Background: an optimization exercise with open tools, aiming at small area, a short achievable clock period and few clock cycles. Do not read the settings as production practice. Only simulation tests tie the RTL to the original design; equivalence was not proved.

## flow/design.v (module list and top-level ports; edited modules follow where they fit)
// module strobe_energy: 430 lines
// module se_mul18x12: 572 lines
// module se_mul20x11: 578 lines
// module se_mul21x12: 668 lines
module strobe_energy (
    input  wire        clk,
    input  wire        rst,
    input  wire        tbl_we,
    input  wire [2:0]  tbl_sel,
    input  wire [3:0]  tbl_idx,
    input  wire [31:0] tbl_data,
    input  wire        step_start,
    input  wire [15:0] step_theta,
    input  wire [10:0] step_density,
    input  wire        step_boost,
    input  wire [2:0]  step_pclass,
    input  wire [1:0]  step_nsub,
    input  wire        step_clamp,
    input  wire        dot_valid,
    output wire        dot_ready,
    input  wire [1:0]  dot_value,
    input  wire [3:0]  dot_hist,
    output wire        res_valid,
    input  wire        res_ready,
    output wire [22:0] res_energy,
    output wire [3:0]  res_mask
);
  // ...
==> flow/flow/run.sh <==
#!/bin/bash
# The standard layout, except that the input and output ports are buffered
# with buf_4 cells instead of the delay buffers buffer_ports picks by default.
# make's full output (which holds every tool's output) goes to flow_make.log;
# ORFS also keeps each step's log under orfs/logs/.
set -o pipefail
bash standard.sh "BUFFER_PORTS_ARGS=-buffer_cell sky130_fd_sc_hd__buf_4" finish > flow_make.log 2>&1
==> flow/standard.sh <==
#!/bin/bash
# synth_recipe.tcl (not shown) runs the flow's synth.tcl, then flattens the netlist and writes it again
# the make line also repeats each setting of config.mk as NAME=value (left out here)
make -C /OpenROAD-flow-scripts/flow DESIGN_CONFIG=/design/flow/config.mk WORK_HOME=/design/flow/orfs CLKGATE_MAP_FILE= SYNTH_SCRIPT=/design/flow/synth_recipe.tcl "${@:-finish}"
==> flow/config.mk <==
export PLATFORM = sky130hd
export DESIGN_NAME = strobe_energy
export DESIGN_NICKNAME = strobe_energy
export VERILOG_FILES = /design/flow/design.v
export SDC_FILE = /design/flow/constraint.sdc
export NUM_CORES = 4
export LEC_CHECK = 0
export CAP_MARGIN = 20
export CORE_MARGIN = 2
export CORE_UTILIZATION = 40
export CTS_CLUSTER_DIAMETER = 150
export CTS_CLUSTER_SIZE = 20
export PLACE_DENSITY = 0.6
export SLEW_MARGIN = 20
==> flow/constraint.sdc <==
create_clock -name core_clock -period 52.0 [get_ports {clk}]
set_input_delay 10.4000 -clock core_clock [delete_from_list [all_inputs] [get_ports {clk}]]
set_output_delay 10.4000 -clock core_clock [all_outputs]
set_load 0.01 [all_outputs]
==> impl_metrics.ini, run 1 <==
[outcome]
run_status = timing/DRC/antenna clean

[global_route]
grt-busiest-layer = met2
use_met3_pct = 3.72
groute.layer.met1.usage_pct = 34.1

[setup_path]
cpPeakStageDelay_ns = 0.41
worst-path-buf-inv = 1
arrival_ns = 1.30
crit_fanout = 1
worstSetupEndpointType = output pin
worst_r2r_dst = e1[6]
critPathCapture = res_energy[3]
reg2reg_from = in0_val[0]

[die]
io-pin-count = 114

[synthesis]
ys_seq_elements = 1382
post_synth_most_frequent_cells = 1254 x sky130_fd_sc_hd__edfxtp_1, 695 x sky130_fd_sc_hd__nor2_1, 661 x sky130_fd_sc_hd__fa_1, 572 x sky130_fd_sc_hd__inv_1, 429 x sky130_fd_sc_hd__and2_1
yosysTopAreaCell = sky130_fd_sc_hd__edfxtp_1
ys.flop_type = sky130_fd_sc_hd__edfxtp_1
share_of_the_synthesized_netlist_area_taken_by_xor_and_xnor_gates_pct = 1.76
synth_compound_area_share_pct = 11.1
yosys.area_share.simple_pct = 11.5

[place]
placedCellCount = 10198
final_hpwl_from_detailed_placement_um = 200000

[timing]
worst_slack_ns = 40.30
worst_clock_skew_ns = 0.0738

[layout]
layout.cells.most_common = sky130_fd_sc_hd__edfxtp_1
finalNetCount = 8517
n_antenna_cell = 6
share_of_cells_above_drive_strength_1_pct = 10.6
layout.cells.largest_class = multi-input gates
nNonClkBuffers = 328
syn2layout_area_growth_pct = 8.74

[hold_path]
hold_end = q2_z

[drt]
routed_wire_length_per_instance_um = 27.0
drtIter0Drc = 6544
remaining_routing_drc_violations = 0

[clock_network]
number_of_gates_resized_after_cts = 0
insertion_delay_ns = 0.79
cts.reportedPaths.clkPinSlew_ns = 0.09
Testbench counts, summed over its fixed seeds: cycles 19,911.
==> module strobe_energy, before the edit <==
module strobe_energy (
    input  wire        clk,
    input  wire        rst,
    input  wire        tbl_we,
    input  wire [2:0]  tbl_sel,
    input  wire [3:0]  tbl_idx,
    input  wire [31:0] tbl_data,
    input  wire        step_start,
    input  wire [15:0] step_theta,
    input  wire [10:0] step_density,
    input  wire        step_boost,
    input  wire [2:0]  step_pclass,
    input  wire [1:0]  step_nsub,
    input  wire        step_clamp,
    input  wire        dot_valid,
    output wire        dot_ready,
    input  wire [1:0]  dot_value,
    input  wire [3:0]  dot_hist,
    output wire        res_valid,
    input  wire        res_ready,
    output wire [22:0] res_energy,
    output wire [3:0]  res_mask
);
    localparam TBL_HI     = 3'd1;
    localparam TBL_LO     = 3'd2;
    localparam TBL_TARGET = 3'd3;
    localparam TBL_TEMP   = 3'd4;
    localparam TBL_SUB    = 3'd5;
    localparam TBL_BOOST  = 3'd6;
    localparam DIV_STEPS  = 2;           
    localparam DIV_CYC    = 12 / DIV_STEPS;
    reg [11:0] energy_hi [0:15];
    reg [11:0] energy_lo [0:15];
    reg [15:0] energy_target [0:1];
    reg [15:0] temp_pt [0:15];
    reg [11:0] temp_scale [0:15];
    reg [10:0] sub_share [0:3];
    reg [11:0] boost_tbl [0:7];
    reg        wr_we;
    reg [2:0]  wr_sel;
    reg [3:0]  wr_idx;
    reg [31:0] wr_data;
    always @(posedge clk) begin
        wr_we   <= tbl_we;
        wr_sel  <= tbl_sel;
        wr_idx  <= tbl_idx;
        wr_data <= tbl_data;
        if (wr_we) begin
            case (wr_sel)
                TBL_HI:     energy_hi[wr_idx] <= wr_data[11:0];
                TBL_LO:     energy_lo[wr_idx] <= wr_data[11:0];
                TBL_TARGET: energy_target[wr_idx[0]] <= wr_data[15:0];
                TBL_TEMP: begin
                    temp_pt[wr_idx]    <= wr_data[31:16];
                    temp_scale[wr_idx] <= wr_data[11:0];
                end
                TBL_SUB:    sub_share[wr_idx[1:0]] <= wr_data[10:0];
                TBL_BOOST:  boost_tbl[wr_idx[2:0]] <= wr_data[11:0];
                default: ;
            endcase
        end
    end
    localparam ST_IDLE = 4'd0;
    localparam ST_CMP  = 4'd10;
    localparam ST_RDLO = 4'd1;
    localparam ST_RDHI = 4'd2;
    localparam ST_MUL  = 4'd3;
    localparam ST_DIV  = 4'd4;
    localparam ST_UPS  = 4'd5;
    localparam ST_UP2  = 4'd6;
    localparam ST_UP3  = 4'd7;
    localparam ST_EK   = 4'd8;
    localparam ST_RUN  = 4'd9;
    reg [3:0]  state;
    reg [2:0]  cnt;
    reg [11:0] scale;        
    reg [10:0] density;      
    reg [11:0] boost;        
    reg [3:0]  bsel;         
    reg        st_wait;      
    reg        mc_mode;      
    reg [3:0]  clamp_m;      
    reg [15:0] clamp_e;      
    reg [1:0]  nsub;
    reg        clamp_on;
    reg [20:0] e0, e1, e2, e3;
    wire [15:0] theta = e3[15:0];    
    wire [15:0] span  = e2[15:0];    
    wire [27:0] dv    = {e1[6:0], e0};
    wire [20:0] sub_e [0:3];
    assign sub_e[0] = e0;
    assign sub_e[1] = e1;
    assign sub_e[2] = e2;
    assign sub_e[3] = e3;
    function uge32;
        input [31:0] a, b;
        reg   [31:0] g, l;
        integer      k, w;
        begin
            g = a & ~b;
            l = ~a & b;
            for (w = 16; w >= 1; w = w / 2)
                for (k = 0; k < w; k = k + 1) begin
                    g[k] = g[2*k+1] | (~l[2*k+1] & g[2*k]);
                    l[k] = l[2*k+1] | (~g[2*k+1] & l[2*k]);
                end
            uge32 = ~l[0];
        end
    endfunction
    function ge16s;
        input [15:0] a, b;
        ge16s = uge32({16'd0, ~a[15], a[14:0]}, {16'd0, ~b[15], b[14:0]});
    endfunction
    reg [15:0] ge;
    integer i;
    always @(*) begin
        for (i = 0; i < 16; i = i + 1)
            ge[i] = ge16s(theta, temp_pt[i]);
    end
    wire [16:0] gl = {1'b0, ge[15:1], 1'b1};
    wire [15:0] sel_lo = gl[15:0] & ~gl[16:1];
    reg  [15:0] sel_q;
    reg         interp;
    wire [15:0] rsel = (state == ST_RDHI) ? {sel_q[14:0], 1'b0} : sel_q;
    always @(posedge clk) begin
        sel_q  <= sel_lo;
        interp <= ge[0] && !ge[15];
    end
    reg [15:0] rd_pt;
    reg [11:0] rd_sc;
    always @(*) begin
        rd_pt = 16'd0;
        rd_sc = 12'd0;
        for (i = 0; i < 16; i = i + 1) begin
            rd_pt = rd_pt | (temp_pt[i] & {16{rsel[i]}});
            rd_sc = rd_sc | (temp_scale[i] & {12{rsel[i]}});
        end
    end
    wire [12:0] ds_up  = {1'b0, rd_sc} - {1'b0, scale};
    wire [11:0] ds_dn  = scale - rd_sc;
    wire        down   = ds_up[12];
    wire [15:0] dt_up  = theta - span;
    wire [15:0] dt_dn  = rd_pt - theta;
    wire [11:0] ip_ds  = down ? ds_dn : ds_up[11:0];
    wire [15:0] ip_dt  = down ? dt_dn : dt_up;
    reg [27:0] dv_next;
    reg [16:0] r17;
    reg [17:0] r_sub;
    always @(*) begin
        dv_next = dv;
        for (i = 0; i < DIV_STEPS; i = i + 1) begin
            r17   = {dv_next[27:12], dv_next[11]};
            r_sub = {1'b0, r17} - {2'b00, span};
            if (!r_sub[17])
                dv_next = {r_sub[15:0], dv_next[10:0], 1'b1};
            else
                dv_next = {r17[15:0], dv_next[10:0], 1'b0};
        end
    end
    wire [11:0] part_lo = scale + {dv[11-DIV_STEPS:0], {DIV_STEPS{1'b0}}};
    wire [11-DIV_STEPS:0] part_hi1 = part_lo[11:DIV_STEPS] + 1'b1;
    wire [DIV_STEPS:0] low_sum = {1'b0, part_lo[DIV_STEPS-1:0]} + {1'b0, dv_next[DIV_STEPS-1:0]};
    wire [11:0] scale_fix = {low_sum[DIV_STEPS] ? part_hi1 : part_lo[11:DIV_STEPS],
                             low_sum[DIV_STEPS-1:0]};
    wire [11:0] boost_rd  = boost_tbl[bsel[2:0]];
    wire [11:0] boost_sel = (bsel[3] && boost_rd != 12'd0) ? boost_rd : 12'd1024;
    wire        ld_step   = st_wait && step_start;
    reg        in0_v, in1_v;
    reg        rdy;          
    reg [1:0]  in0_val, in1_val;
    reg [3:0]  in0_h, in1_h;
    reg        q1_v, q1_z;
    reg [17:0] q1_x;
    reg        q2_v, q2_z;
    reg [19:0] q2_x;
    reg        q3_v, q3_z;
    reg [20:0] q3_x;
    reg        q4_v, q4_z;
    reg [22:0] q4_x;
    reg        out_v;
    reg [22:0] out_energy;
    reg [3:0]  out_mask;
    reg        sk_v;         
    reg [22:0] sk_energy;    
    reg [3:0]  sk_mask;
    assign dot_ready  = rdy;
    assign res_valid  = out_v;
    assign res_energy = out_energy;
    assign res_mask   = out_mask;
    wire run      = (state == ST_RUN);
    wire adv      = !sk_v;
    wire push     = adv && q4_v;
    wire pop      = out_v && res_ready;
    wire ok2      = (state == ST_UP2) || (state == ST_UP3) || (state == ST_EK);
    wire ok3      = (state == ST_UP3) || (state == ST_EK);
    wire ok1      = (state == ST_UPS) || ok2;
    wire su_q3    = !q3_v;                           
    wire su_q2    = !q2_v || (ok3 && su_q3);
    wire su_q1    = !q1_v || (ok2 && su_q2);
    wire su_in    = ok1 && su_q1;
    wire q4_en    = run ? adv : 1'b1;
    wire q3_en    = run ? adv : su_q3;
    wire q2_en    = run ? adv : su_q2;
    wire q1_en    = run ? adv : su_q1;
    wire in_go    = in0_v && (run ? adv : su_in);
    wire dot_acc  = dot_valid && rdy;
    wire        cls_lo = (in0_val == 2'b01);
    reg  [11:0] m_rd;
    integer     mi;
    always @(*) begin
        m_rd = 12'd0;
        for (mi = 0; mi < 16; mi = mi + 1) begin
            m_rd = m_rd | (energy_hi[mi] & {12{!cls_lo && in0_h == mi}})
                        | (energy_lo[mi] & {12{ cls_lo && in0_h == mi}});
        end
    end
    reg  [15:0] m1_a;
    reg  [11:0] m1_b;
    always @(*) begin
        case (state)
            ST_CMP:  begin m1_a = energy_target[0]; m1_b = 12'd614; end
            ST_MUL:  begin m1_a = theta;            m1_b = dv[11:0]; end
            default: begin
                m1_a = cls_lo ? energy_target[1] : energy_target[0];
                m1_b = m_rd;
            end
        endcase
    end
    wire [27:0] m1_p = m1_a * m1_b;
    wire [19:0] x2;
    se_mul18x12 u_m2 (.a(q1_x), .b(scale), .y(x2));
    wire [20:0] x3;
    se_mul20x11 u_m3 (.a(q2_x), .b(density), .y(x3));
    wire        ek_mode = (state == ST_EK);
    wire [10:0] w_k     = sub_share[cnt[1:0]];
    wire [20:0] m4_a = ek_mode ? sub_e[3] : q3_x;
    wire [11:0] m4_b = ek_mode ? {1'b0, w_k} : boost;
    wire [22:0] m4_y;
    se_mul21x12 u_m4 (.a(m4_a), .b(m4_b), .y(m4_y));
    wire        ek_last = ek_mode && (cnt[1:0] == nsub);
    wire [22:0] s4_e = ek_last ? {7'd0, clamp_e} : m4_y;
    reg  [24:0] rr;
    reg  [24:0] r_nx;
    reg  [3:0]  s5_m;
    integer     j;
    always @(*) begin
        rr   = {1'b0, q4_x, 1'b0};
        s5_m = 4'd0;
        for (j = 0; j < 4; j = j + 1) begin
            r_nx = rr - {3'd0, sub_e[j], 1'b0};
            if (j <= nsub && !rr[24] && uge32({8'd0, rr[23:0]}, {11'd0, sub_e[j]})) begin
                s5_m[j] = 1'b1;
                rr = r_nx;
            end
        end
    end
    wire        over     = clamp_on && !uge32({16'd0, clamp_e}, {9'd0, q4_x});
    wire [22:0] d_energy = q4_z ? 23'd0 : over ? {7'd0, clamp_e} : q4_x;
    wire [3:0]  d_mask   = q4_z ? 4'd0  : over ? clamp_m : s5_m;
    always @(posedge clk) begin
        if (rst) begin
            state   <= ST_IDLE;
            st_wait <= 1'b1;
            mc_mode <= 1'b0;
            in0_v   <= 1'b0;
            in1_v   <= 1'b0;
            rdy     <= 1'b1;
            q1_v    <= 1'b0;
            q2_v    <= 1'b0;
            q3_v    <= 1'b0;
            q4_v    <= 1'b0;
            out_v   <= 1'b0;
            sk_v    <= 1'b0;
        end else begin
            if (in_go) begin
                in0_v <= in1_v || dot_acc;
                in1_v <= 1'b0;
                rdy   <= 1'b1;
            end else begin
                in0_v <= in0_v || dot_acc;
                in1_v <= in1_v || (in0_v && dot_acc);
                rdy   <= !(in1_v || (in0_v && dot_acc));
            end
            if (q1_en)
                q1_v <= in_go;
            if (q2_en)
                q2_v <= q1_v && (run || ok2);
            if (q3_en)
                q3_v <= q2_v && (run || ok3);
            if (q4_en)
                q4_v <= q3_v && run;
            if (!out_v || res_ready)
                out_v <= sk_v || push;
            sk_v <= sk_v ? !pop : (push && out_v && !res_ready);
            mc_mode <= 1'b0;
            case (state)
                ST_IDLE, ST_RUN:
                    if (step_start) begin
                        state   <= ST_CMP;
                        st_wait <= 1'b0;
                    end
                ST_CMP:  state <= ST_RDLO;
                ST_RDLO: state <= ST_RDHI;
                ST_RDHI: state <= interp ? ST_MUL : ST_UPS;
                ST_MUL:  state <= ST_DIV;
                ST_DIV:
                    if (cnt == DIV_CYC - 1)
                        state <= ST_UPS;
                ST_UPS:  state <= ST_UP2;
                ST_UP2:  state <= ST_UP3;
                ST_UP3:  state <= ST_EK;
                ST_EK:
                    if (cnt[1:0] == nsub) begin
                        state   <= ST_RUN;
                        st_wait <= 1'b1;
                        mc_mode <= 1'b1;
                    end
                default: begin
                    state   <= ST_IDLE;
                    st_wait <= 1'b1;
                end
            endcase
        end
    end
    always @(posedge clk) begin
        if (!in1_v) begin
            in1_val <= dot_value;
            in1_h   <= dot_hist;
        end
        if (in_go || !in0_v) begin
            in0_val <= in1_v ? in1_val : dot_value;
            in0_h   <= in1_v ? in1_h : dot_hist;
        end
        if (q1_en) begin
            q1_z <= (in0_val == 2'b00);
            q1_x <= m1_p[27:10];
        end
        if (q2_en) begin
            q2_z <= q1_z;
            q2_x <= x2;
        end
        if (q3_en) begin
            q3_z <= q2_z;
            q3_x <= x3;
        end
        if (q4_en) begin
            q4_z <= q3_z;
            q4_x <= s4_e;
        end
        if (!out_v || res_ready) begin
            out_energy <= sk_v ? sk_energy : d_energy;
            out_mask   <= sk_v ? sk_mask : d_mask;
        end
        if (!sk_v) begin
            sk_energy <= d_energy;
            sk_mask   <= d_mask;
        end
        if (mc_mode)
            clamp_m <= s5_m;
        if (ld_step) begin
            density  <= step_density;
            bsel     <= {step_boost, step_pclass};
            nsub     <= step_nsub;
            clamp_on <= step_clamp;
        end
        case (state)
            ST_IDLE, ST_RUN: begin
                if (ld_step)
                    e3 <= {5'd0, step_theta};
            end
            ST_CMP: begin
                boost   <= boost_sel;
                clamp_e <= m1_p[25:10];
            end
            ST_RDLO: begin
                e2      <= {5'd0, rd_pt};
                scale   <= rd_sc;
            end
            ST_RDHI: begin
                e2    <= {5'd0, rd_pt - span};
                cnt   <= (ip_ds[11:4] == 8'd0) ? 3'd4 :
                         (ip_ds[11:6] == 6'd0) ? 3'd3 :
                         (ip_ds[11:8] == 4'd0) ? 3'd2 : 3'd0;
                e3    <= {5'd0, ip_dt};
                if (!interp)
                    e0 <= 21'd0;
                else if (ip_ds[11:4] == 8'd0)
                    e0 <= {9'd0, ip_ds[3:0], 8'd0};
                else if (ip_ds[11:6] == 6'd0)
                    e0 <= {9'd0, ip_ds[5:0], 6'd0};
                else if (ip_ds[11:8] == 4'd0)
                    e0 <= {9'd0, ip_ds[7:0], 4'd0};
                else
                    e0 <= {9'd0, ip_ds};
                e1    <= 21'd0;
                if (interp && down)
                    scale <= rd_sc;
                if (!interp)
                    q1_x <= {2'd0, energy_target[0]};
            end
            ST_MUL: begin
                e0 <= m1_p[20:0];
                e1 <= {14'd0, m1_p[27:21]};
            end
            ST_DIV: begin
                e0  <= dv_next[20:0];
                e1  <= {14'd0, dv_next[27:21]};
                cnt <= cnt + 3'd1;
                if (cnt == DIV_CYC - 1) begin
                    scale <= scale_fix;
                    q1_x  <= {2'd0, energy_target[0]};
                end
            end
            ST_UP3: begin
                e3       <= m4_y[20:0];
                cnt      <= 3'd0;
            end
            ST_EK: begin
                case (cnt[1:0])
                    2'd0: e0 <= m4_y[20:0];
                    2'd1: e1 <= m4_y[20:0];
                    2'd2: e2 <= m4_y[20:0];
                    default: e3 <= m4_y[20:0];
                endcase
                cnt <= cnt + 3'd1;
            end
            default: ;
        endcase
    end
endmodule
==> run 2: changes to the inputs <==
--- a/flow/design.v
+++ b/flow/design.v
@@ -228,3 +228,4 @@
     end
-    wire [27:0] m1_p = m1_a * m1_b;
+    wire [27:0] m1_p;
+    se_mul16x12 u_m1 (.a(m1_a), .b(m1_b), .y(m1_p));
     wire [19:0] x2;
@@ -430,2 +431,510 @@
 endmodule
+module se_mul16x12 (input wire [15:0] a, input wire [11:0] b, output wire [27:0] y);
+    wire pn0_0 = ~(a[0] & b[0]);
+    wire pn0_1 = ~(a[0] & b[1]);
+    wire pn0_2 = ~(a[0] & b[2]);
+    wire pn0_3 = ~(a[0] & b[3]);
+    wire pn0_4 = ~(a[0] & b[4]);
+    wire pn0_5 = ~(a[0] & b[5]);
+    wire pn0_6 = ~(a[0] & b[6]);
+    wire pn0_7 = ~(a[0] & b[7]);
+    wire pn0_8 = ~(a[0] & b[8]);
+    wire pn0_9 = ~(a[0] & b[9]);
+    wire pn0_10 = ~(a[0] & b[10]);
+    wire pn0_11 = ~(a[0] & b[11]);
+    wire pn1_0 = ~(a[1] & b[0]);
+    wire pn1_1 = ~(a[1] & b[1]);
+    wire pn1_2 = ~(a[1] & b[2]);
+    wire pn1_3 = ~(a[1] & b[3]);
+    wire pn1_4 = ~(a[1] & b[4]);
+    wire pn1_5 = ~(a[1] & b[5]);
+    wire pn1_6 = ~(a[1] & b[6]);
+    wire pn1_7 = ~(a[1] & b[7]);
+    wire pn1_8 = ~(a[1] & b[8]);
+    wire pn1_9 = ~(a[1] & b[9]);
+    wire pn1_10 = ~(a[1] & b[10]);
+    wire pn1_11 = ~(a[1] & b[11]);
+    wire pn2_0 = ~(a[2] & b[0]);
+    wire pn2_1 = ~(a[2] & b[1]);
+    wire pn2_2 = ~(a[2] & b[2]);
+    wire pn2_3 = ~(a[2] & b[3]);
+    wire pn2_4 = ~(a[2] & b[4]);
+    wire pn2_5 = ~(a[2] & b[5]);
+    wire pn2_6 = ~(a[2] & b[6]);
+    wire pn2_7 = ~(a[2] & b[7]);
+    wire pn2_8 = ~(a[2] & b[8]);
+    wire pn2_9 = ~(a[2] & b[9]);
+    wire pn2_10 = ~(a[2] & b[10]);
+    wire pn2_11 = ~(a[2] & b[11]);
+    wire pn3_0 = ~(a[3] & b[0]);
+    wire pn3_1 = ~(a[3] & b[1]);
+    wire pn3_2 = ~(a[3] & b[2]);
+    wire pn3_3 = ~(a[3] & b[3]);
+    wire pn3_4 = ~(a[3] & b[4]);
+    wire pn3_5 = ~(a[3] & b[5]);
+    wire pn3_6 = ~(a[3] & b[6]);
+    wire pn3_7 = ~(a[3] & b[7]);
+    wire pn3_8 = ~(a[3] & b[8]);
+    wire pn3_9 = ~(a[3] & b[9]);
+    wire pn3_10 = ~(a[3] & b[10]);
+    wire pn3_11 = ~(a[3] & b[11]);
+    wire pn4_0 = ~(a[4] & b[0]);
+    wire pn4_1 = ~(a[4] & b[1]);
+    wire pn4_2 = ~(a[4] & b[2]);
+    wire pn4_3 = ~(a[4] & b[3]);
+    wire pn4_4 = ~(a[4] & b[4]);
+    wire pn4_5 = ~(a[4] & b[5]);
+    wire pn4_6 = ~(a[4] & b[6]);
+    wire pn4_7 = ~(a[4] & b[7]);
+    wire pn4_8 = ~(a[4] & b[8]);
+    wire pn4_9 = ~(a[4] & b[9]);
+    wire pn4_10 = ~(a[4] & b[10]);
+    wire pn4_11 = ~(a[4] & b[11]);
+    wire pn5_0 = ~(a[5] & b[0]);
+    wire pn5_1 = ~(a[5] & b[1]);
+    wire pn5_2 = ~(a[5] & b[2]);
+    wire pn5_3 = ~(a[5] & b[3]);
+    wire pn5_4 = ~(a[5] & b[4]);
+    wire pn5_5 = ~(a[5] & b[5]);
+    wire pn5_6 = ~(a[5] & b[6]);
+    wire pn5_7 = ~(a[5] & b[7]);
+    wire pn5_8 = ~(a[5] & b[8]);
+    wire pn5_9 = ~(a[5] & b[9]);
+    wire pn5_10 = ~(a[5] & b[10]);
+    wire pn5_11 = ~(a[5] & b[11]);
+    wire pn6_0 = ~(a[6] & b[0]);
+    wire pn6_1 = ~(a[6] & b[1]);
+    wire pn6_2 = ~(a[6] & b[2]);
+    wire pn6_3 = ~(a[6] & b[3]);
+    wire pn6_4 = ~(a[6] & b[4]);
+    wire pn6_5 = ~(a[6] & b[5]);
+    wire pn6_6 = ~(a[6] & b[6]);
+    wire pn6_7 = ~(a[6] & b[7]);
+    wire pn6_8 = ~(a[6] & b[8]);
+    wire pn6_9 = ~(a[6] & b[9]);
+    wire pn6_10 = ~(a[6] & b[10]);
+    wire pn6_11 = ~(a[6] & b[11]);
+    wire pn7_0 = ~(a[7] & b[0]);
+    wire pn7_1 = ~(a[7] & b[1]);
+    wire pn7_2 = ~(a[7] & b[2]);
+    wire pn7_3 = ~(a[7] & b[3]);
+    wire pn7_4 = ~(a[7] & b[4]);
+    wire pn7_5 = ~(a[7] & b[5]);
+    wire pn7_6 = ~(a[7] & b[6]);
+    wire pn7_7 = ~(a[7] & b[7]);
+    wire pn7_8 = ~(a[7] & b[8]);
+    wire pn7_9 = ~(a[7] & b[9]);
+    wire pn7_10 = ~(a[7] & b[10]);
+    wire pn7_11 = ~(a[7] & b[11]);
+    wire pn8_0 = ~(a[8] & b[0]);
+    wire pn8_1 = ~(a[8] & b[1]);
+    wire pn8_2 = ~(a[8] & b[2]);
+    wire pn8_3 = ~(a[8] & b[3]);
+    wire pn8_4 = ~(a[8] & b[4]);
+    wire pn8_5 = ~(a[8] & b[5]);
+    wire pn8_6 = ~(a[8] & b[6]);
+    wire pn8_7 = ~(a[8] & b[7]);
+    wire pn8_8 = ~(a[8] & b[8]);
+    wire pn8_9 = ~(a[8] & b[9]);
+    wire pn8_10 = ~(a[8] & b[10]);
+    wire pn8_11 = ~(a[8] & b[11]);
+    wire pn9_0 = ~(a[9] & b[0]);
+    wire pn9_1 = ~(a[9] & b[1]);
+    wire pn9_2 = ~(a[9] & b[2]);
+    wire pn9_3 = ~(a[9] & b[3]);
+    wire pn9_4 = ~(a[9] & b[4]);
+    wire pn9_5 = ~(a[9] & b[5]);
+    wire pn9_6 = ~(a[9] & b[6]);
+    wire pn9_7 = ~(a[9] & b[7]);
+    wire pn9_8 = ~(a[9] & b[8]);
+    wire pn9_9 = ~(a[9] & b[9]);
+    wire pn9_10 = ~(a[9] & b[10]);
+    wire pn9_11 = ~(a[9] & b[11]);
+    wire pn10_0 = ~(a[10] & b[0]);
+    wire pn10_1 = ~(a[10] & b[1]);
+    wire pn10_2 = ~(a[10] & b[2]);
+    wire pn10_3 = ~(a[10] & b[3]);
+    wire pn10_4 = ~(a[10] & b[4]);
+    wire pn10_5 = ~(a[10] & b[5]);
+    wire pn10_6 = ~(a[10] & b[6]);
+    wire pn10_7 = ~(a[10] & b[7]);
+    wire pn10_8 = ~(a[10] & b[8]);
+    wire pn10_9 = ~(a[10] & b[9]);
+    wire pn10_10 = ~(a[10] & b[10]);
+    wire pn10_11 = ~(a[10] & b[11]);
+    wire pn11_0 = ~(a[11] & b[0]);
+    wire pn11_1 = ~(a[11] & b[1]);
+    wire pn11_2 = ~(a[11] & b[2]);
+    wire pn11_3 = ~(a[11] & b[3]);
+    wire pn11_4 = ~(a[11] & b[4]);
+    wire pn11_5 = ~(a[11] & b[5]);
+    wire pn11_6 = ~(a[11] & b[6]);
+    wire pn11_7 = ~(a[11] & b[7]);
+    wire pn11_8 = ~(a[11] & b[8]);
+    wire pn11_9 = ~(a[11] & b[9]);
+    wire pn11_10 = ~(a[11] & b[10]);
+    wire pn11_11 = ~(a[11] & b[11]);
+    wire pn12_0 = ~(a[12] & b[0]);
+    wire pn12_1 = ~(a[12] & b[1]);
+    wire pn12_2 = ~(a[12] & b[2]);
+    wire pn12_3 = ~(a[12] & b[3]);
+    wire pn12_4 = ~(a[12] & b[4]);
+    wire pn12_5 = ~(a[12] & b[5]);
+    wire pn12_6 = ~(a[12] & b[6]);
+    wire pn12_7 = ~(a[12] & b[7]);
+    wire pn12_8 = ~(a[12] & b[8]);
+    wire pn12_9 = ~(a[12] & b[9]);
+    wire pn12_10 = ~(a[12] & b[10]);
+    wire pn12_11 = ~(a[12] & b[11]);
+    wire pn13_0 = ~(a[13] & b[0]);
+    wire pn13_1 = ~(a[13] & b[1]);
+    wire pn13_2 = ~(a[13] & b[2]);
+    wire pn13_3 = ~(a[13] & b[3]);
+    wire pn13_4 = ~(a[13] & b[4]);
+    wire pn13_5 = ~(a[13] & b[5]);
+    wire pn13_6 = ~(a[13] & b[6]);
+    wire pn13_7 = ~(a[13] & b[7]);
+    wire pn13_8 = ~(a[13] & b[8]);
+    wire pn13_9 = ~(a[13] & b[9]);
+    wire pn13_10 = ~(a[13] & b[10]);
+    wire pn13_11 = ~(a[13] & b[11]);
+    wire pn14_0 = ~(a[14] & b[0]);
+    wire pn14_1 = ~(a[14] & b[1]);
+    wire pn14_2 = ~(a[14] & b[2]);
+    wire pn14_3 = ~(a[14] & b[3]);
+    wire pn14_4 = ~(a[14] & b[4]);
+    wire pn14_5 = ~(a[14] & b[5]);
+    wire pn14_6 = ~(a[14] & b[6]);
+    wire pn14_7 = ~(a[14] & b[7]);
+    wire pn14_8 = ~(a[14] & b[8]);
+    wire pn14_9 = ~(a[14] & b[9]);
+    wire pn14_10 = ~(a[14] & b[10]);
+    wire pn14_11 = ~(a[14] & b[11]);
+    wire pn15_0 = ~(a[15] & b[0]);
+    wire pn15_1 = ~(a[15] & b[1]);
+    wire pn15_2 = ~(a[15] & b[2]);
+    wire pn15_3 = ~(a[15] & b[3]);
+    wire pn15_4 = ~(a[15] & b[4]);
+    wire pn15_5 = ~(a[15] & b[5]);
+    wire pn15_6 = ~(a[15] & b[6]);
+    wire pn15_7 = ~(a[15] & b[7]);
+    wire pn15_8 = ~(a[15] & b[8]);
+    wire pn15_9 = ~(a[15] & b[9]);
+    wire pn15_10 = ~(a[15] & b[10]);
+    wire pn15_11 = ~(a[15] & b[11]);
+    wire t1 = pn0_9 ^ pn1_8 ^ 1'b1;
+    wire t2 = (pn0_9 & pn1_8) | (pn0_9 & 1'b1) | (pn1_8 & 1'b1);
+    wire t3 = pn0_10 ^ pn1_9 ^ pn2_8;
+    wire t4 = (pn0_10 & pn1_9) | (pn0_10 & pn2_8) | (pn1_9 & pn2_8);
+    wire t5 = pn3_7 ^ pn4_6 ^ 1'b1;
+    wire t6 = (pn3_7 & pn4_6) | (pn3_7 & 1'b1) | (pn4_6 & 1'b1);
+    wire t7 = pn0_11 ^ pn1_10 ^ pn2_9;
+    wire t8 = (pn0_11 & pn1_10) | (pn0_11 & pn2_9) | (pn1_10 & pn2_9);
+    wire t9 = pn3_8 ^ pn4_7 ^ pn5_6;
+    wire t10 = (pn3_8 & pn4_7) | (pn3_8 & pn5_6) | (pn4_7 & pn5_6);
+    wire t11 = pn6_5 ^ pn7_4 ^ 1'b1;
+    wire t12 = (pn6_5 & pn7_4) | (pn6_5 & 1'b1) | (pn7_4 & 1'b1);
+    wire t13 = pn1_11 ^ pn2_10 ^ pn3_9;
+    wire t14 = (pn1_11 & pn2_10) | (pn1_11 & pn3_9) | (pn2_10 & pn3_9);
+    wire t15 = pn4_8 ^ pn5_7 ^ pn6_6;
+    wire t16 = (pn4_8 & pn5_7) | (pn4_8 & pn6_6) | (pn5_7 & pn6_6);
+    wire t17 = pn7_5 ^ pn8_4 ^ pn9_3;
+    wire t18 = (pn7_5 & pn8_4) | (pn7_5 & pn9_3) | (pn8_4 & pn9_3);
+    wire t19 = pn2_11 ^ pn3_10 ^ pn4_9;
+    wire t20 = (pn2_11 & pn3_10) | (pn2_11 & pn4_9) | (pn3_10 & pn4_9);
+    wire t21 = pn5_8 ^ pn6_7 ^ pn7_6;
+    wire t22 = (pn5_8 & pn6_7) | (pn5_8 & pn7_6) | (pn6_7 & pn7_6);
+    wire t23 = pn8_5 ^ pn9_4 ^ pn10_3;
+    wire t24 = (pn8_5 & pn9_4) | (pn8_5 & pn10_3) | (pn9_4 & pn10_3);
+    wire t25 = pn3_11 ^ pn4_10 ^ pn5_9;
+    wire t26 = (pn3_11 & pn4_10) | (pn3_11 & pn5_9) | (pn4_10 & pn5_9);
+    wire t27 = pn6_8 ^ pn7_7 ^ pn8_6;
+    wire t28 = (pn6_8 & pn7_7) | (pn6_8 & pn8_6) | (pn7_7 & pn8_6);
+    wire t29 = pn9_5 ^ pn10_4 ^ pn11_3;
+    wire t30 = (pn9_5 & pn10_4) | (pn9_5 & pn11_3) | (pn10_4 & pn11_3);
+    wire t31 = pn4_11 ^ pn5_10 ^ pn6_9;
+    wire t32 = (pn4_11 & pn5_10) | (pn4_11 & pn6_9) | (pn5_10 & pn6_9);
+    wire t33 = pn7_8 ^ pn8_7 ^ pn9_6;
+    wire t34 = (pn7_8 & pn8_7) | (pn7_8 & pn9_6) | (pn8_7 & pn9_6);
+    wire t35 = pn10_5 ^ pn11_4 ^ pn12_3;
+    wire t36 = (pn10_5 & pn11_4) | (pn10_5 & pn12_3) | (pn11_4 & pn12_3);
+    wire t37 = pn5_11 ^ pn6_10 ^ pn7_9;
+    wire t38 = (pn5_11 & pn6_10) | (pn5_11 & pn7_9) | (pn6_10 & pn7_9);
+    wire t39 = pn8_8 ^ pn9_7 ^ pn10_6;
+    wire t40 = (pn8_8 & pn9_7) | (pn8_8 & pn10_6) | (pn9_7 & pn10_6);
+    wire t41 = pn11_5 ^ pn12_4 ^ 1'b1;
+    wire t42 = (pn11_5 & pn12_4) | (pn11_5 & 1'b1) | (pn12_4 & 1'b1);
+    wire t43 = pn6_11 ^ pn7_10 ^ pn8_9;
+    wire t44 = (pn6_11 & pn7_10) | (pn6_11 & pn8_9) | (pn7_10 & pn8_9);
+    wire t45 = pn9_8 ^ pn10_7 ^ pn11_6;
+    wire t46 = (pn9_8 & pn10_7) | (pn9_8 & pn11_6) | (pn10_7 & pn11_6);
+    wire t47 = pn7_11 ^ pn8_10 ^ pn9_9;
+    wire t48 = (pn7_11 & pn8_10) | (pn7_11 & pn9_9) | (pn8_10 & pn9_9);
+    wire t49 = pn0_6 ^ pn1_5 ^ 1'b1;
+    wire t50 = (pn0_6 & pn1_5) | (pn0_6 & 1'b1) | (pn1_5 & 1'b1);
+    wire t51 = pn0_7 ^ pn1_6 ^ pn2_5;
+    wire t52 = (pn0_7 & pn1_6) | (pn0_7 & pn2_5) | (pn1_6 & pn2_5);
+    wire t53 = pn3_4 ^ pn4_3 ^ 1'b1;
+    wire t54 = (pn3_4 & pn4_3) | (pn3_4 & 1'b1) | (pn4_3 & 1'b1);
+    wire t55 = pn0_8 ^ pn1_7 ^ pn2_6;
+    wire t56 = (pn0_8 & pn1_7) | (pn0_8 & pn2_6) | (pn1_7 & pn2_6);
+    wire t57 = pn3_5 ^ pn4_4 ^ pn5_3;
+    wire t58 = (pn3_5 & pn4_4) | (pn3_5 & pn5_3) | (pn4_4 & pn5_3);
+    wire t59 = pn6_2 ^ pn7_1 ^ 1'b1;
+    wire t60 = (pn6_2 & pn7_1) | (pn6_2 & 1'b1) | (pn7_1 & 1'b1);
+    wire t61 = t1 ^ pn2_7 ^ pn3_6;
+    wire t62 = (t1 & pn2_7) | (t1 & pn3_6) | (pn2_7 & pn3_6);
+    wire t63 = pn4_5 ^ pn5_4 ^ pn6_3;
+    wire t64 = (pn4_5 & pn5_4) | (pn4_5 & pn6_3) | (pn5_4 & pn6_3);
+    wire t65 = pn7_2 ^ pn8_1 ^ pn9_0;
+    wire t66 = (pn7_2 & pn8_1) | (pn7_2 & pn9_0) | (pn8_1 & pn9_0);
+    wire t67 = t2 ^ t3 ^ t5;
+    wire t68 = (t2 & t3) | (t2 & t5) | (t3 & t5);
+    wire t69 = pn5_5 ^ pn6_4 ^ pn7_3;
+    wire t70 = (pn5_5 & pn6_4) | (pn5_5 & pn7_3) | (pn6_4 & pn7_3);
+    wire t71 = pn8_2 ^ pn9_1 ^ pn10_0;
+    wire t72 = (pn8_2 & pn9_1) | (pn8_2 & pn10_0) | (pn9_1 & pn10_0);
+    wire t73 = t4 ^ t6 ^ t7;
+    wire t74 = (t4 & t6) | (t4 & t7) | (t6 & t7);
+    wire t75 = t9 ^ t11 ^ pn8_3;
+    wire t76 = (t9 & t11) | (t9 & pn8_3) | (t11 & pn8_3);
+    wire t77 = pn9_2 ^ pn10_1 ^ pn11_0;
+    wire t78 = (pn9_2 & pn10_1) | (pn9_2 & pn11_0) | (pn10_1 & pn11_0);
+    wire t79 = t8 ^ t10 ^ t12;
+    wire t80 = (t8 & t10) | (t8 & t12) | (t10 & t12);
+    wire t81 = t13 ^ t15 ^ t17;
+    wire t82 = (t13 & t15) | (t13 & t17) | (t15 & t17);
+    wire t83 = pn10_2 ^ pn11_1 ^ pn12_0;
+    wire t84 = (pn10_2 & pn11_1) | (pn10_2 & pn12_0) | (pn11_1 & pn12_0);
+    wire t85 = t14 ^ t16 ^ t18;
+    wire t86 = (t14 & t16) | (t14 & t18) | (t16 & t18);
+    wire t87 = t19 ^ t21 ^ t23;
+    wire t88 = (t19 & t21) | (t19 & t23) | (t21 & t23);
+    wire t89 = pn11_2 ^ pn12_1 ^ pn13_0;
+    wire t90 = (pn11_2 & pn12_1) | (pn11_2 & pn13_0) | (pn12_1 & pn13_0);
+    wire t91 = t20 ^ t22 ^ t24;
+    wire t92 = (t20 & t22) | (t20 & t24) | (t22 & t24);
+    wire t93 = t25 ^ t27 ^ t29;
+    wire t94 = (t25 & t27) | (t25 & t29) | (t27 & t29);
+    wire t95 = pn12_2 ^ pn13_1 ^ pn14_0;
+    wire t96 = (pn12_2 & pn13_1) | (pn12_2 & pn14_0) | (pn13_1 & pn14_0);
+    wire t97 = t26 ^ t28 ^ t30;
+    wire t98 = (t26 & t28) | (t26 & t30) | (t28 & t30);
+    wire t99 = t31 ^ t33 ^ t35;
+    wire t100 = (t31 & t33) | (t31 & t35) | (t33 & t35);
+    wire t101 = pn13_2 ^ pn14_1 ^ pn15_0;
+    wire t102 = (pn13_2 & pn14_1) | (pn13_2 & pn15_0) | (pn14_1 & pn15_0);
+    wire t103 = t32 ^ t34 ^ t36;
+    wire t104 = (t32 & t34) | (t32 & t36) | (t34 & t36);
+    wire t105 = t37 ^ t39 ^ t41;
+    wire t106 = (t37 & t39) | (t37 & t41) | (t39 & t41);
+    wire t107 = pn13_3 ^ pn14_2 ^ pn15_1;
+    wire t108 = (pn13_3 & pn14_2) | (pn13_3 & pn15_1) | (pn14_2 & pn15_1);
+    wire t109 = t38 ^ t40 ^ t42;
+    wire t110 = (t38 & t40) | (t38 & t42) | (t40 & t42);
+    wire t111 = t43 ^ t45 ^ pn12_5;
+    wire t112 = (t43 & t45) | (t43 & pn12_5) | (t45 & pn12_5);
+    wire t113 = pn13_4 ^ pn14_3 ^ pn15_2;
+    wire t114 = (pn13_4 & pn14_3) | (pn13_4 & pn15_2) | (pn14_3 & pn15_2);
+    wire t115 = t44 ^ t46 ^ t47;
+    wire t116 = (t44 & t46) | (t44 & t47) | (t46 & t47);
+    wire t117 = pn10_8 ^ pn11_7 ^ pn12_6;
+    wire t118 = (pn10_8 & pn11_7) | (pn10_8 & pn12_6) | (pn11_7 & pn12_6);
+    wire t119 = pn13_5 ^ pn14_4 ^ pn15_3;
+    wire t120 = (pn13_5 & pn14_4) | (pn13_5 & pn15_3) | (pn14_4 & pn15_3);
+    wire t121 = t48 ^ pn8_11 ^ pn9_10;
+    wire t122 = (t48 & pn8_11) | (t48 & pn9_10) | (pn8_11 & pn9_10);
+    wire t123 = pn10_9 ^ pn11_8 ^ pn12_7;
+    wire t124 = (pn10_9 & pn11_8) | (pn10_9 & pn12_7) | (pn11_8 & pn12_7);
+    wire t125 = pn13_6 ^ pn14_5 ^ pn15_4;
+    wire t126 = (pn13_6 & pn14_5) | (pn13_6 & pn15_4) | (pn14_5 & pn15_4);
+    wire t127 = pn9_11 ^ pn10_10 ^ pn11_9;
+    wire t128 = (pn9_11 & pn10_10) | (pn9_11 & pn11_9) | (pn10_10 & pn11_9);
+    wire t129 = pn12_8 ^ pn13_7 ^ pn14_6;
+    wire t130 = (pn12_8 & pn13_7) | (pn12_8 & pn14_6) | (pn13_7 & pn14_6);
+    wire t131 = pn10_11 ^ pn11_10 ^ pn12_9;
+    wire t132 = (pn10_11 & pn11_10) | (pn10_11 & pn12_9) | (pn11_10 & pn12_9);
+    wire t133 = pn0_4 ^ pn1_3 ^ 1'b1;
+    wire t134 = (pn0_4 & pn1_3) | (pn0_4 & 1'b1) | (pn1_3 & 1'b1);
+    wire t135 = pn0_5 ^ pn1_4 ^ pn2_3;
+    wire t136 = (pn0_5 & pn1_4) | (pn0_5 & pn2_3) | (pn1_4 & pn2_3);
+    wire t137 = pn3_2 ^ pn4_1 ^ 1'b1;
+    wire t138 = (pn3_2 & pn4_1) | (pn3_2 & 1'b1) | (pn4_1 & 1'b1);
+    wire t139 = t49 ^ pn2_4 ^ pn3_3;
+    wire t140 = (t49 & pn2_4) | (t49 & pn3_3) | (pn2_4 & pn3_3);
+    wire t141 = pn4_2 ^ pn5_1 ^ pn6_0;
+    wire t142 = (pn4_2 & pn5_1) | (pn4_2 & pn6_0) | (pn5_1 & pn6_0);
+    wire t143 = t50 ^ t51 ^ t53;
+    wire t144 = (t50 & t51) | (t50 & t53) | (t51 & t53);
+    wire t145 = pn5_2 ^ pn6_1 ^ pn7_0;
+    wire t146 = (pn5_2 & pn6_1) | (pn5_2 & pn7_0) | (pn6_1 & pn7_0);
+    wire t147 = t52 ^ t54 ^ t55;
+    wire t148 = (t52 & t54) | (t52 & t55) | (t54 & t55);
+    wire t149 = t57 ^ t59 ^ pn8_0;
+    wire t150 = (t57 & t59) | (t57 & pn8_0) | (t59 & pn8_0);
+    wire t151 = t56 ^ t58 ^ t60;
+    wire t152 = (t56 & t58) | (t56 & t60) | (t58 & t60);
+    wire t153 = t61 ^ t63 ^ t65;
+    wire t154 = (t61 & t63) | (t61 & t65) | (t63 & t65);
+    wire t155 = t62 ^ t64 ^ t66;
+    wire t156 = (t62 & t64) | (t62 & t66) | (t64 & t66);
+    wire t157 = t67 ^ t69 ^ t71;
+    wire t158 = (t67 & t69) | (t67 & t71) | (t69 & t71);
+    wire t159 = t68 ^ t70 ^ t72;
+    wire t160 = (t68 & t70) | (t68 & t72) | (t70 & t72);
+    wire t161 = t73 ^ t75 ^ t77;
+    wire t162 = (t73 & t75) | (t73 & t77) | (t75 & t77);
+    wire t163 = t74 ^ t76 ^ t78;
+    wire t164 = (t74 & t76) | (t74 & t78) | (t76 & t78);
+    wire t165 = t79 ^ t81 ^ t83;
+    wire t166 = (t79 & t81) | (t79 & t83) | (t81 & t83);
+    wire t167 = t80 ^ t82 ^ t84;
+    wire t168 = (t80 & t82) | (t80 & t84) | (t82 & t84);
+    wire t169 = t85 ^ t87 ^ t89;
+    wire t170 = (t85 & t87) | (t85 & t89) | (t87 & t89);
+    wire t171 = t86 ^ t88 ^ t90;
+    wire t172 = (t86 & t88) | (t86 & t90) | (t88 & t90);
+    wire t173 = t91 ^ t93 ^ t95;
+    wire t174 = (t91 & t93) | (t91 & t95) | (t93 & t95);
+    wire t175 = t92 ^ t94 ^ t96;
+    wire t176 = (t92 & t94) | (t92 & t96) | (t94 & t96);
+    wire t177 = t97 ^ t99 ^ t101;
+    wire t178 = (t97 & t99) | (t97 & t101) | (t99 & t101);
+    wire t179 = t98 ^ t100 ^ t102;
+    wire t180 = (t98 & t100) | (t98 & t102) | (t100 & t102);
+    wire t181 = t103 ^ t105 ^ t107;
+    wire t182 = (t103 & t105) | (t103 & t107) | (t105 & t107);
+    wire t183 = t104 ^ t106 ^ t108;
+    wire t184 = (t104 & t106) | (t104 & t108) | (t106 & t108);
+    wire t185 = t109 ^ t111 ^ t113;
+    wire t186 = (t109 & t111) | (t109 & t113) | (t111 & t113);
+    wire t187 = t110 ^ t112 ^ t114;
+    wire t188 = (t110 & t112) | (t110 & t114) | (t112 & t114);
+    wire t189 = t115 ^ t117 ^ t119;
+    wire t190 = (t115 & t117) | (t115 & t119) | (t117 & t119);
+    wire t191 = t116 ^ t118 ^ t120;
+    wire t192 = (t116 & t118) | (t116 & t120) | (t118 & t120);
+    wire t193 = t121 ^ t123 ^ t125;
+    wire t194 = (t121 & t123) | (t121 & t125) | (t123 & t125);
+    wire t195 = t122 ^ t124 ^ t126;
+    wire t196 = (t122 & t124) | (t122 & t126) | (t124 & t126);
+    wire t197 = t127 ^ t129 ^ pn15_5;
+    wire t198 = (t127 & t129) | (t127 & pn15_5) | (t129 & pn15_5);
+    wire t199 = t128 ^ t130 ^ t131;
+    wire t200 = (t128 & t130) | (t128 & t131) | (t130 & t131);
+    wire t201 = pn13_8 ^ pn14_7 ^ pn15_6;
+    wire t202 = (pn13_8 & pn14_7) | (pn13_8 & pn15_6) | (pn14_7 & pn15_6);
+    wire t203 = t132 ^ pn11_11 ^ pn12_10;
+    wire t204 = (t132 & pn11_11) | (t132 & pn12_10) | (pn11_11 & pn12_10);
+    wire t205 = pn13_9 ^ pn14_8 ^ pn15_7;
+    wire t206 = (pn13_9 & pn14_8) | (pn13_9 & pn15_7) | (pn14_8 & pn15_7);
+    wire t207 = pn12_11 ^ pn13_10 ^ pn14_9;
+    wire t208 = (pn12_11 & pn13_10) | (pn12_11 & pn14_9) | (pn13_10 & pn14_9);
+    wire t209 = pn0_3 ^ pn1_2 ^ 1'b1;
+    wire t210 = (pn0_3 & pn1_2) | (pn0_3 & 1'b1) | (pn1_2 & 1'b1);
+    wire t211 = t133 ^ pn2_2 ^ pn3_1;
+    wire t212 = (t133 & pn2_2) | (t133 & pn3_1) | (pn2_2 & pn3_1);
+    wire t213 = t134 ^ t135 ^ t137;
+    wire t214 = (t134 & t135) | (t134 & t137) | (t135 & t137);
+    wire t215 = t136 ^ t138 ^ t139;
+    wire t216 = (t136 & t138) | (t136 & t139) | (t138 & t139);
+    wire t217 = t140 ^ t142 ^ t143;
+    wire t218 = (t140 & t142) | (t140 & t143) | (t142 & t143);
+    wire t219 = t144 ^ t146 ^ t147;
+    wire t220 = (t144 & t146) | (t144 & t147) | (t146 & t147);
+    wire t221 = t148 ^ t150 ^ t151;
+    wire t222 = (t148 & t150) | (t148 & t151) | (t150 & t151);
+    wire t223 = t152 ^ t154 ^ t155;
+    wire t224 = (t152 & t154) | (t152 & t155) | (t154 & t155);
+    wire t225 = t156 ^ t158 ^ t159;
+    wire t226 = (t156 & t158) | (t156 & t159) | (t158 & t159);
+    wire t227 = t160 ^ t162 ^ t163;
+    wire t228 = (t160 & t162) | (t160 & t163) | (t162 & t163);
+    wire t229 = t164 ^ t166 ^ t167;
+    wire t230 = (t164 & t166) | (t164 & t167) | (t166 & t167);
+    wire t231 = t168 ^ t170 ^ t171;
+    wire t232 = (t168 & t170) | (t168 & t171) | (t170 & t171);
+    wire t233 = t172 ^ t174 ^ t175;
+    wire t234 = (t172 & t174) | (t172 & t175) | (t174 & t175);
+    wire t235 = t176 ^ t178 ^ t179;
+    wire t236 = (t176 & t178) | (t176 & t179) | (t178 & t179);
+    wire t237 = t180 ^ t182 ^ t183;
+    wire t238 = (t180 & t182) | (t180 & t183) | (t182 & t183);
+    wire t239 = t184 ^ t186 ^ t187;
+    wire t240 = (t184 & t186) | (t184 & t187) | (t186 & t187);
+    wire t241 = t188 ^ t190 ^ t191;
+    wire t242 = (t188 & t190) | (t188 & t191) | (t190 & t191);
+    wire t243 = t192 ^ t194 ^ t195;
+    wire t244 = (t192 & t194) | (t192 & t195) | (t194 & t195);
+    wire t245 = t196 ^ t198 ^ t199;
+    wire t246 = (t196 & t198) | (t196 & t199) | (t198 & t199);
+    wire t247 = t200 ^ t202 ^ t203;
+    wire t248 = (t200 & t202) | (t200 & t203) | (t202 & t203);
+    wire t249 = t204 ^ t206 ^ t207;
+    wire t250 = (t204 & t206) | (t204 & t207) | (t206 & t207);
+    wire t251 = t208 ^ pn13_11 ^ pn14_10;
+    wire t252 = (t208 & pn13_11) | (t208 & pn14_10) | (pn13_11 & pn14_10);
+    wire t253 = pn0_2 ^ pn1_1 ^ 1'b1;
+    wire t254 = (pn0_2 & pn1_1) | (pn0_2 & 1'b1) | (pn1_1 & 1'b1);
+    wire t255 = t209 ^ pn2_1 ^ pn3_0;
+    wire t256 = (t209 & pn2_1) | (t209 & pn3_0) | (pn2_1 & pn3_0);
+    wire t257 = t210 ^ t211 ^ pn4_0;
+    wire t258 = (t210 & t211) | (t210 & pn4_0) | (t211 & pn4_0);
+    wire t259 = t212 ^ t213 ^ pn5_0;
+    wire t260 = (t212 & t213) | (t212 & pn5_0) | (t213 & pn5_0);
+    wire t261 = t214 ^ t215 ^ t141;
+    wire t262 = (t214 & t215) | (t214 & t141) | (t215 & t141);
+    wire t263 = t216 ^ t217 ^ t145;
+    wire t264 = (t216 & t217) | (t216 & t145) | (t217 & t145);
+    wire t265 = t218 ^ t219 ^ t149;
+    wire t266 = (t218 & t219) | (t218 & t149) | (t219 & t149);
+    wire t267 = t220 ^ t221 ^ t153;
+    wire t268 = (t220 & t221) | (t220 & t153) | (t221 & t153);
+    wire t269 = t222 ^ t223 ^ t157;
+    wire t270 = (t222 & t223) | (t222 & t157) | (t223 & t157);
+    wire t271 = t224 ^ t225 ^ t161;
+    wire t272 = (t224 & t225) | (t224 & t161) | (t225 & t161);
+    wire t273 = t226 ^ t227 ^ t165;
+    wire t274 = (t226 & t227) | (t226 & t165) | (t227 & t165);
+    wire t275 = t228 ^ t229 ^ t169;
+    wire t276 = (t228 & t229) | (t228 & t169) | (t229 & t169);
+    wire t277 = t230 ^ t231 ^ t173;
+    wire t278 = (t230 & t231) | (t230 & t173) | (t231 & t173);
+    wire t279 = t232 ^ t233 ^ t177;
+    wire t280 = (t232 & t233) | (t232 & t177) | (t233 & t177);
+    wire t281 = t234 ^ t235 ^ t181;
+    wire t282 = (t234 & t235) | (t234 & t181) | (t235 & t181);
+    wire t283 = t236 ^ t237 ^ t185;
+    wire t284 = (t236 & t237) | (t236 & t185) | (t237 & t185);
+    wire t285 = t238 ^ t239 ^ t189;
+    wire t286 = (t238 & t239) | (t238 & t189) | (t239 & t189);
+    wire t287 = t240 ^ t241 ^ t193;
+    wire t288 = (t240 & t241) | (t240 & t193) | (t241 & t193);
+    wire t289 = t242 ^ t243 ^ t197;
+    wire t290 = (t242 & t243) | (t242 & t197) | (t243 & t197);
+    wire t291 = t244 ^ t245 ^ t201;
+    wire t292 = (t244 & t245) | (t244 & t201) | (t245 & t201);
+    wire t293 = t246 ^ t247 ^ t205;
+    wire t294 = (t246 & t247) | (t246 & t205) | (t247 & t205);
+    wire t295 = t248 ^ t249 ^ pn15_8;
+    wire t296 = (t248 & t249) | (t248 & pn15_8) | (t249 & pn15_8);
+    wire t297 = t250 ^ t251 ^ pn15_9;
+    wire t298 = (t250 & t251) | (t250 & pn15_9) | (t251 & pn15_9);
+    wire t299 = t252 ^ pn14_11 ^ pn15_10;
+    wire t300 = (t252 & pn14_11) | (t252 & pn15_10) | (pn14_11 & pn15_10);
+    wire [27:0] r0n = {1'b1, t300, t298, t296, t294, t292, t290, t288, t286, t284, t282, t280, t278, t276, t274, t272, t270, t268, t266, t264, t262, t260, t258, t256, t254, t253, pn0_1, pn0_0};
+    wire [27:0] r1n = {1'b1, pn15_11, t299, t297, t295, t293, t291, t289, t287, t285, t283, t281, t279, t277, t275, t273, t271, t269, t267, t265, t263, t261, t259, t257, t255, pn2_0, pn1_0, 1'b1};
+    wire [8:0] cn;
+    wire [27:0] p;
+    assign cn[0] = 1'b1;
+    wire [7:0] sn;
+    genvar gi;
+    generate for (gi = 0; gi < 8; gi = gi + 1) begin : g_rc
+        assign sn[gi] = r0n[gi] ^ r1n[gi] ^ cn[gi];
+        assign cn[gi+1] = (r0n[gi] & r1n[gi]) | (r0n[gi] & cn[gi]) | (r1n[gi] & cn[gi]);
+    end endgenerate
+    assign p[7:0] = ~sn;
+    assign p[27:8] = ~r0n[27:8] + ~r1n[27:8] + {{(19){1'b0}}, ~cn[8]};
+    assign y = p[27:0];
+endmodule
 module se_mul18x12 (input wire [17:0] a, input wire [11:0] b, output wire [19:0] y);
==> impl_metrics.ini, run 2 <==
[outcome]
run_status = timing/DRC/antenna clean

[die]
io-pin-count = 114
core.rowCount = 171
fp.coreArea_um2 = 218000
floorplan.initialDensity_pct = 40.3
floorplan.die_area_um2 = 223000
chipHeight_um = 472
die_width_um = 472

[timing]
slew_headroom_pct = 22.6
finalCritPeriodShare_pct = 22.5
fmax_mhz = 85.5
unrepaired_setup_endpoints_after_global_routing = no
final.min_clock_period_ns = 11.70
timing_worst_slew_pin_value_ns = 1.16
worst_clock_skew_ns = 0.0631
worst_slack_ns = 40.30
setup_viol = 0
finalHoldViolations = 0
slew_viol_final = 0
tns_ns = 0

[clock_network]
clkSinkCount = 1382
htree_num_levels = 3
hold_buffers = 0
cts.reportedPaths.clkPinSlew_ns = 0.10
insertion_delay_ns = 0.79
number_of_gates_resized_after_cts = 0
cts_max_path_buffers = 3
cts_tree = done
post-cts-setup-buffer-count = 0
cts_root_buffer = sky130_fd_sc_hd__clkbuf_16
cts-buffers-inserted = 80

[synthesis]
yosysWarningCount = 1
post_synth_inst_count = 7406
ys_seq_elements = 1382
synthDistinctLibCells = 95
yosysSeqAreaShare_pct = 45.9
yosysTopAreaCell = sky130_fd_sc_hd__edfxtp_1
synthTopCellsByArea = sky130_fd_sc_hd__edfxtp_1 43%, sky130_fd_sc_hd__fa_1 15%, sky130_fd_sc_hd__ha_1 4.4%
synth_edf_count = 1254
share_of_async_settable_or_async_resettable_flops_after_synthesis_pct = 0
syn_nets = 8466
yosys.cell_count.top_type = sky130_fd_sc_hd__edfxtp_1
ys.flop_type = sky130_fd_sc_hd__edfxtp_1
post_synth_most_frequent_cells = 1254 x sky130_fd_sc_hd__edfxtp_1, 671 x sky130_fd_sc_hd__nor2_1, 668 x sky130_fd_sc_hd__fa_1, 638 x sky130_fd_sc_hd__inv_1, 428 x sky130_fd_sc_hd__and2_1
synth_area_per_cell_um2 = 11.8
mappedNetlistArea_um2 = 87700
yosys.area.top_type_share_pct = 42.9

[global_route]
groute.layer.met1.usage_pct = 34.0
grt_use_total_pct = 25.1
grt_max_degree = 79
grt_pass1_wl_um = 413000
use_met3_pct = 3.45
antenna_violations_before_repair = 11
global_route_overflow = 0
grtUsageMet2_pct = 40.8
grt-busiest-layer = met2
vias_in_the_first_global_route = 60873

[place]
pre_cts_slack_ns = 39.25
port_buffers = 113
place.gp.congestion = 0.931
instance_area_after_placement_um2 = 92800
final_hpwl_from_detailed_placement_um = 201000

[drt]
detail_route.wirelength_um = 283000
drtIter0Drc = 6736
detailed_routing_iteration_count_for_the_pre_antenna_repair_pass = 6
detailroute.via_count = 60758
via_per_inst = 5.85
ant_nets = 0
routed_wire_length_per_instance_um = 27.2
remaining_routing_drc_violations = 0

[hold_path]
hold_path_class = flip-flop to flip-flop

[layout]
share_of_cells_above_drive_strength_1_pct = 10.1
largest_register_ffs = 256
layout.cells.most_common = sky130_fd_sc_hd__edfxtp_1
syn2layout_area_growth_pct = 8.80
final_cell_area_um2 = 95400
largest_register = temp_pt
final_cell_mix = 1254 x sky130_fd_sc_hd__edfxtp_1, 668 x sky130_fd_sc_hd__fa_1, 637 x sky130_fd_sc_hd__inv_1
finalNetCount = 8530

[setup_path]
timing_worst_setup_path_type = flip-flop to output pin
cp-start-kind = flip-flop
worstSetupEndpointType = output pin
cp.required_ns = 41.60
arrival_ns = 1.30
path_delay_family = flip-flops
timing.critical_path.slowest_stage_cell = sky130_fd_sc_hd__edfxtp_1
path_cells = buf_4
cpPeakStageDelay_ns = 0.37
crit_fanout = 1
worst-path-buf-inv = 1

[job]
cap_violations = 0
[run 2: logic make-up (layout without fill, tap and decap cells)]
kind of cell,count (synthesis),in the layout,share of synthesized area [%]
AND/OR/NAND/NOR,2014,2014,11.4
multiplexers,171,171,2.52
adder cells (fa/ha/maj),1242,1242,22.7
flip-flops,1382,1382,45.9
XOR/XNOR,181,181,1.81
other,0,2,0
AO/OA/AOI/OAI,1418,1418,11.4
buffers and inverters,998,1130,4.32
[run 2: final timing paths]
path,from,to,slack (ns),cells past startpoint
min,q3_z,q4_z,0.44,0
min reg2reg,q3_z,q4_z,0.44,0
max reg2reg,e0[9],out_mask[3],40.58,40
max,out_energy[18],res_energy[18],40.30,1
[run 2: metal layers]
layer / part of all wire [%] / vias to the layer above
li1: - / 26481
met1: 41 / 31172
met2: 47 / 2625
met3: 7.6 / 476
met4: 4.4 / 4
met5: 0.0085 / -
[run 2: stage by stage]
step | std cells | hold slack [ns] | utilization [%]
2_1_floorplan | 7406 | 0.400 | -
3_3_place_gp | 10237 | 0.414 | 42.6
3_5_place_dp | 10238 | 0.422 | 42.7
6_report | 10394 | 0.439 | 43.8
5_1_grt | 10392 | 0.453 | 43.8
4_1_cts | 10388 | 0.443 | 43.8
[run 2: cell type report]
class | instances | area [um^2]
multi-input combinational | 5026 | 44200
inverter | 650 | 2440
tap | 2854 | 3570
antenna | 2 | 5.00
fill | 20006 | 122000
clock buffer | 141 | 2270
clock inverter | 9 | 163
timing repair buffer | 330 | 2540
sequential | 1382 | 40200
Testbench counts of run 2, summed over its fixed seeds: cycles 19,911.

==> static timing again, ports no longer ideal <==
Ports are ideal in the flow. The routed layouts listed here were re-timed in OpenROAD.
Step 1 sets driving cells, clkbuf_16 on the clock port and buf_2 on the other inputs (assumed; they add their load-dependent delay and slew).
Step 2 adds t to the input delays and takes it off the output delays; t is the mean of the earliest and latest rising clock arrival at the registers after step 1. Input paths then give back, and output paths get back, about the clock's delay inside the block.
a / b / c = ideal ports / drivers / drivers and shift; a / b = the first two.
| run | t, ns | slack for setup (ns) | hold slack, ns | latest minus earliest clock arrival (ns) | pins driven straight from the clock port |
|---|---|---|---|---|---|
| run 1 | 0.838 | 40.302 / 40.219 / 39.506 | 0.450 / 0.450 / 0.450 | 0.075 / 0.075 | 1 |
| run 2 | 0.846 | 40.303 / 40.218 / 39.487 | 0.439 / 0.439 / 0.439 | 0.066 / 0.066 | 1 |
After both steps setup and hold are still met in every run listed. For run 2, which loses most, drivers alone change the setup slack by -0.085 ns; drivers and shift together by -0.816 ns.
